Source: an optimization exercise on an open RTL-to-GDS flow (aim: small area). Production flows keep margins and buffers that such runs may drop. Only simulation tests tie the RTL to the original design; equivalence was not proved.

==> flow/design.v <==
module easel_mac (
    input  wire        clk,
    input  wire        rst,        
    input  wire        in_valid,
    input  wire [31:0] insn,
    input  wire [15:0] ra_val,     
    input  wire [15:0] rb_val,     
    output reg         rd_we,
    output reg  [15:0] rd_val,
    output reg         v_set,
    output reg         trap
);
    localparam [5:0] OP_MVS   = 6'h10;
    localparam [5:0] OP_MSV   = 6'h11;
    localparam [5:0] OP_MUL   = 6'h12;
    localparam [5:0] OP_MACLD = 6'h13;
    localparam [5:0] OP_ACC   = 6'h14;
    localparam [5:0] OP_EXT   = 6'h15;
    reg [39:0] acc0, acc1;
    wire [5:0] op      = insn[31:26];
    wire       a_sel   = insn[25];        
    wire [1:0] mop     = insn[24:23];     
    wire [2:0] fn      = insn[24:22];     
    wire [4:0] imm5    = insn[4:0];       
    wire [5:0] spec    = insn[20:15];     
    wire       ext_a   = insn[20];        
    wire [4:0] ext_raw = insn[19:15];
    wire       ext_sat = insn[14];
    wire is_mvs   = in_valid && op == OP_MVS;
    wire is_msv   = in_valid && op == OP_MSV;
    wire is_mul   = in_valid && op == OP_MUL;
    wire is_macld = in_valid && op == OP_MACLD;
    wire is_acc   = in_valid && op == OP_ACC;
    wire is_ext   = in_valid && op == OP_EXT;
    wire spec_acc = spec >= 6'h21 && spec <= 6'h26;
    wire [39:0] acc_cur = a_sel ? acc1 : acc0;
    wire [39:0] acc_oth = a_sel ? acc0 : acc1;
    wire signed [31:0] prod   = $signed(ra_val) * $signed(rb_val);
    wire        [40:0] prod41 = {{9{prod[31]}}, prod};
    wire        [40:0] cur41  = {acc_cur[39], acc_cur};
    wire        [40:0] oth41  = {acc_oth[39], acc_oth};
    wire [40:0] mac_sum = cur41 + prod41;
    wire [40:0] msu_dif = cur41 - prod41;
    reg  [39:0] mul_res;
    reg         mul_ovf;
    always @(*) begin
        case (mop)
            2'd0:    begin mul_res = prod41[39:0];  mul_ovf = 1'b0; end
            2'd1:    begin mul_res = mac_sum[39:0]; mul_ovf = mac_sum[40] ^ mac_sum[39]; end
            2'd2:    begin mul_res = msu_dif[39:0]; mul_ovf = msu_dif[40] ^ msu_dif[39]; end
            default: begin mul_res = acc_cur;       mul_ovf = 1'b0; end
        endcase
    end
    wire [40:0] acc_sum = cur41 + oth41;
    wire [40:0] acc_dif = cur41 - oth41;
    wire [40:0] acc_neg = 41'd0 - cur41;
    wire [39:0] acc_sra = $signed(acc_cur) >>> imm5;
    wire [39:0] acc_shl = acc_cur << imm5;
    reg  [39:0] acc_res;
    reg         acc_ovf;
    always @(*) begin
        acc_ovf = 1'b0;
        case (fn)
            3'd0: acc_res = 40'd0;
            3'd1: acc_res = {{8{ra_val[15]}}, ra_val, 16'd0};
            3'd2: begin acc_res = acc_sum[39:0]; acc_ovf = acc_sum[40] ^ acc_sum[39]; end
            3'd3: begin acc_res = acc_dif[39:0]; acc_ovf = acc_dif[40] ^ acc_dif[39]; end
            3'd4: acc_res = acc_sra;
            3'd5: acc_res = acc_shl;
            3'd6: acc_res = acc_oth;
            default: begin acc_res = acc_neg[39:0]; acc_ovf = acc_neg[40] ^ acc_neg[39]; end
        endcase
    end
    wire [39:0] ext_src = ext_a ? acc1 : acc0;
    wire [4:0]  ext_sh  = (ext_raw > 5'd24) ? 5'd24 : ext_raw;
    wire [39:0] ext_q   = $signed(ext_src) >>> ext_sh;
    wire        ext_fits = (ext_q[39:15] == {25{1'b0}}) || (ext_q[39:15] == {25{1'b1}});
    wire        ext_clip = ext_sat && !ext_fits;
    wire [15:0] ext_val  = ext_clip ? (ext_q[39] ? 16'h8000 : 16'h7FFF) : ext_q[15:0];
    reg [15:0] spec_val;
    always @(*) begin
        case (spec)
            6'h21:   spec_val = acc0[15:0];
            6'h22:   spec_val = acc0[31:16];
            6'h23:   spec_val = {{8{acc0[39]}}, acc0[39:32]};
            6'h24:   spec_val = acc1[15:0];
            6'h25:   spec_val = acc1[31:16];
            6'h26:   spec_val = {{8{acc1[39]}}, acc1[39:32]};
            default: spec_val = 16'd0;
        endcase
    end
    wire mul_trap = is_mul && mop == 2'd3;
    wire mul_do   = (is_mul || is_macld) && mop != 2'd3;
    always @(posedge clk) begin
        if (rst) begin
            acc0   <= 40'd0;
            acc1   <= 40'd0;
            rd_we  <= 1'b0;
            rd_val <= 16'd0;
            v_set  <= 1'b0;
            trap   <= 1'b0;
        end else begin
            rd_we  <= 1'b0;
            rd_val <= 16'd0;
            v_set  <= 1'b0;
            trap   <= mul_trap;
            if (mul_do) begin
                if (a_sel) acc1 <= mul_res; else acc0 <= mul_res;
                v_set <= mul_ovf;
            end
            if (is_acc) begin
                if (a_sel) acc1 <= acc_res; else acc0 <= acc_res;
                v_set <= acc_ovf;
            end
            if (is_ext) begin
                rd_we  <= 1'b1;
                rd_val <= ext_val;
                v_set  <= ext_clip;
            end
            if (is_mvs && spec_acc) begin
                rd_we  <= 1'b1;
                rd_val <= spec_val;
            end
            if (is_msv) begin
                case (spec)
                    6'h21: acc0[15:0]  <= ra_val;
                    6'h22: acc0[31:16] <= ra_val;
                    6'h23: acc0[39:32] <= ra_val[7:0];
                    6'h24: acc1[15:0]  <= ra_val;
                    6'h25: acc1[31:16] <= ra_val;
                    6'h26: acc1[39:32] <= ra_val[7:0];
                    default: ;
                endcase
            end
        end
    end
endmodule
==> flow/run.sh <==
#!/bin/bash
# synth_recipe.tcl (not shown) runs the flow's synth.tcl, then flattens the netlist and writes it again
# the make line also repeats each setting of config.mk as NAME=value (left out here)
make -C /OpenROAD-flow-scripts/flow DESIGN_CONFIG=/design/flow/config.mk WORK_HOME=/design/flow/orfs CLKGATE_MAP_FILE= SYNTH_SCRIPT=/design/flow/synth_recipe.tcl finish
==> flow/config.mk <==
export PLATFORM = sky130hd
export DESIGN_NAME = easel_mac
export DESIGN_NICKNAME = easel_mac
export VERILOG_FILES = /design/flow/design.v
export SDC_FILE = /design/flow/constraint.sdc
export NUM_CORES = 4
export LEC_CHECK = 0
export CAP_MARGIN = 20
export CORE_MARGIN = 2
export CORE_UTILIZATION = 35
export SLEW_MARGIN = 20
==> flow/constraint.sdc <==
create_clock -name core_clock -period 12.0 [get_ports {clk}]
set_input_delay 2.4000 -clock core_clock [delete_from_list [all_inputs] [get_ports {clk}]]
set_output_delay 2.4000 -clock core_clock [all_outputs]
set_load 0.01 [all_outputs]
==> metrics.csv <==
metric;value;unit
synth_top_family_by_area;compound AO/OA/AOI/OAI gates;
crit_slowest_cell;clkdlybuf4s50_1;
root_buffer;clkbuf_16;
cts_tree;built;
period_minus_slack;11.40;ns
path_max_fanout;11;
startpoint_type;primary input;
routed_wl;169;mm
rsz0062_at_grt;false;
holdCritPathClass;flop to flop;
gp_congestion;1.06;
hpwl;132;mm
ioPinCount;86;
seq_area;1980;um^2
cts_buffers;9;
fin_nets;5269;
dp_cells;6087;
synth_compound_area_frac;0.264;
io_buffers;75;
synth_cell_types;100;
syn-cell-area;36200;um^2
multiInputGateArea;30900;um^2
seq_area_frac_synth;0.0547;
post-route-period-util;0.950;
overflow;0;
rows;117;
synth_area_leader_cell;fa_1;
maxSlewViolCount;0;
synthAdderAreaFrac;0.218;
synthSimpleGateAreaFrac;0.191;
fmax;87.7;MHz
drc;0;
reg2reg_slack;6.49;ns
grt_max_degree;82;
start_util;0.354;
run_status;complete, no violations;
finalHoldViolations;0;
drt_iter0_drc;5332;
setup_ws;0.596;ns
area_growth;8.15;%
required;12.29;ns
relSlewSlack;0.149;
synth_seq_cells;99;
grt_pass1_vias;37200;
worstSkewPairLatency;0.41;ns
clockBufferDepth;2;
critPathKind;primary input to flop;
synth_xor_xnor_area_share;0.0335;
endpoint_kind;flop;
n_fill_cell;10900;
setup-tns-final;0;ns
avgViaCountPerCell;6.36;
num_vias;38800;
htree_levels;3;
cts.sinks;99;
post_drt_wl_per_cell;27.7;um
synth_edf_count;0;
ys.flop_type;dfxtp_1;
drtAntennaViolNets;0;
max_stage_delay;0.75;ns
syn_avg_cell_area;7.50;um^2
die_h;326;um
drt-pass1-iter-count;6;
post_cts_resized;0;
synth_top_area_frac;0.147;
synthMuxAreaShare;0.147;
ys_warn_count;1;
maxCapViolations;0;
core-area;102000;um^2
antenna_found_initial;9;
drive_gt1_frac;0.105;
ctsHoldBuffers;0;
design.die.area;106000;um^2
track_usage;0.310;
grt_pass1_wl;249;mm
die_x;326;um
whs;0.563;ns
synth.area.top_cells;fa_1 15%, ha_1 7.2%, mux4_2 6.1%, mux2i_1 5.9%, dfxtp_1 5.5%;
worst_path_most_repeated_cell;fa_1;
fin_worst_skew;0.0132;ns
setup_viol_count_final;0;
synth_cells;4824;
dp_slack;0.248;ns
synth_nets;5363;
tightestPinTransition;1.26;ns
postCtsSetupBuffers;0;
ys_async_sr_fraction;0;
crit_arrival;11.69;ns
stdcell_count;6104;
path_clk_slew;0.07;ns
==> final timing paths <==
kind / depth (start not counted) / start / to
min reg2reg: 2 / acc1[14] / acc1[14]
max: 37 / ra_val[6] / acc0[39]
min: 2 / acc1[14] / acc1[14]
max reg2reg: 14 / acc1[1] / acc0[30]
==> registers in the layout, indices dropped and copies added (netlist names) <==
signal / cells
v_set: 1
acc0: 40
rd_we: 1
trap: 1
rd_val: 16
acc1: 40
==> through the flow <==
step           utilization  area [um^2]
5_1_grt              0.383        39100
3_3_place_gp         0.380        38800
2_1_floorplan            -        36200
4_1_cts              0.383        39100
3_5_place_dp         0.380        38800
6_report             0.383        39200
==> cell usage in the layout, fill, tap and decap left out, types with 24 or more instances in the layout <==
cell	n
a31oi_1	33
a211oi_1	74
buf_4	214
o21bai_1	33
nand3_1	51
a22oi_1	44
o21a_1	39
fa_1	265
and2_1	156
nor2_1	357
xnor2_1	94
xor2_1	34
o211ai_1	32
o221ai_1	75
mux2i_1	212
o22ai_1	42
o31ai_1	30
nor3_1	90
nor4_1	24
mux2_2	72
o21ai_0	304
nand2b_1	55
or2_2	25
a221oi_1	47
a221o_1	35
clkdlybuf4s50_1	66
nor2b_1	47
mux4_2	98
ha_1	207
inv_1	434
a21oi_1	377
nand4_1	32
dfxtp_1	99
nand2_1	487
a21o_1	46
==> layer usage <==
layer	part of all wire	track usage
met5	0.00036	0
met4	0.062	0.160
met3	0.10	0.0552
met2	0.43	0.476
met1	0.41	0.416
==> kinds of logic (layout without fill, tap and decap cells) <==
| kind of cell | after synthesis | after routing |
|---|---|---|
| fa+ha+maj | 472 | 472 |
| simple gates | 1449 | 1449 |
| buf+inv | 849 | 759 |
| flops | 99 | 99 |
| other cells | 0 | 2 |
| mux | 389 | 389 |
| compound gates | 1434 | 1434 |
| xor+xnor | 132 | 132 |
==> Yosys cell counts (30+ instances only) <==
| cell | n |
|---|---|
| mux2i_1 | 212 |
| nor2b_1 | 47 |
| a21o_1 | 46 |
| nor2_1 | 360 |
| o22ai_1 | 42 |
| o21a_1 | 39 |
| ha_1 | 207 |
| a22oi_1 | 44 |
| mux4_2 | 98 |
| and2_1 | 156 |
| o31ai_1 | 30 |
| nand3_1 | 51 |
| a221oi_1 | 47 |
| clkbuf_1 | 326 |
| nand4_1 | 32 |
| xnor2_1 | 94 |
| nand2b_1 | 55 |
| inv_1 | 436 |
| nor3_1 | 92 |
| nand2_1 | 487 |
| o21ai_0 | 304 |
| a211oi_1 | 74 |
| fa_1 | 265 |
| buf_1 | 41 |
| xor2_1 | 34 |
| o221ai_1 | 75 |
| a31oi_1 | 33 |
| o211ai_1 | 32 |
| a221o_1 | 35 |
| dfxtp_1 | 99 |
| mux2_2 | 72 |
| a21oi_1 | 379 |
| o21bai_1 | 33 |
==> worst max-delay path: cells and delay by family <==
family / cells / cell delay, ns
AOI/OAI and AO/OA: 17 / 3.52
buffers and inverters: 8 / 1.32
adders and majority gates: 8 / 3.70
and+or+nand+nor: 2 / 0.33
xor gates and xnor gates: 2 / 0.42
==> cell type report <==
type	instances	area share
multi-input cells	3876	0.790
repair buffers	299	0.0648
flip-flops and latches	99	0.0506
well taps	1368	0.0437
inverters	445	0.0427
clock buffers	11	0.00620
clock inverters	4	0.00150
diodes	2	0.000128

## separate check: timing with driven ports
How much do the figures lean on ideal ports? The routed layout below was timed once more, with nothing changed but the port constraints. Step 1 (the two cells are an assumption about what drives the block):
set clk [get_ports {clk}]
set_driving_cell -lib_cell sky130_fd_sc_hd__clkbuf_16 $clk
set_driving_cell -lib_cell sky130_fd_sc_hd__buf_2 [delete_from_list [all_inputs] $clk]
Step 2 adds t to the input delays and takes it off the output delays; t is the mean of the earliest and latest rising clock arrival at the registers after step 1. Input paths then give back, and output paths get back, about the clock's delay inside the block. Three values: ideal ports, drivers, drivers and shift; two values: the first two.
shift t [ns]: 0.461
setup WS [ns]: 0.596 / 0.611 / 0.151
latest minus earliest clock arrival (ns): 0.013 / 0.013
After both steps setup and hold are still met in this run. For this run, drivers alone change the setup slack by +0.015 ns; drivers and shift together by -0.445 ns.
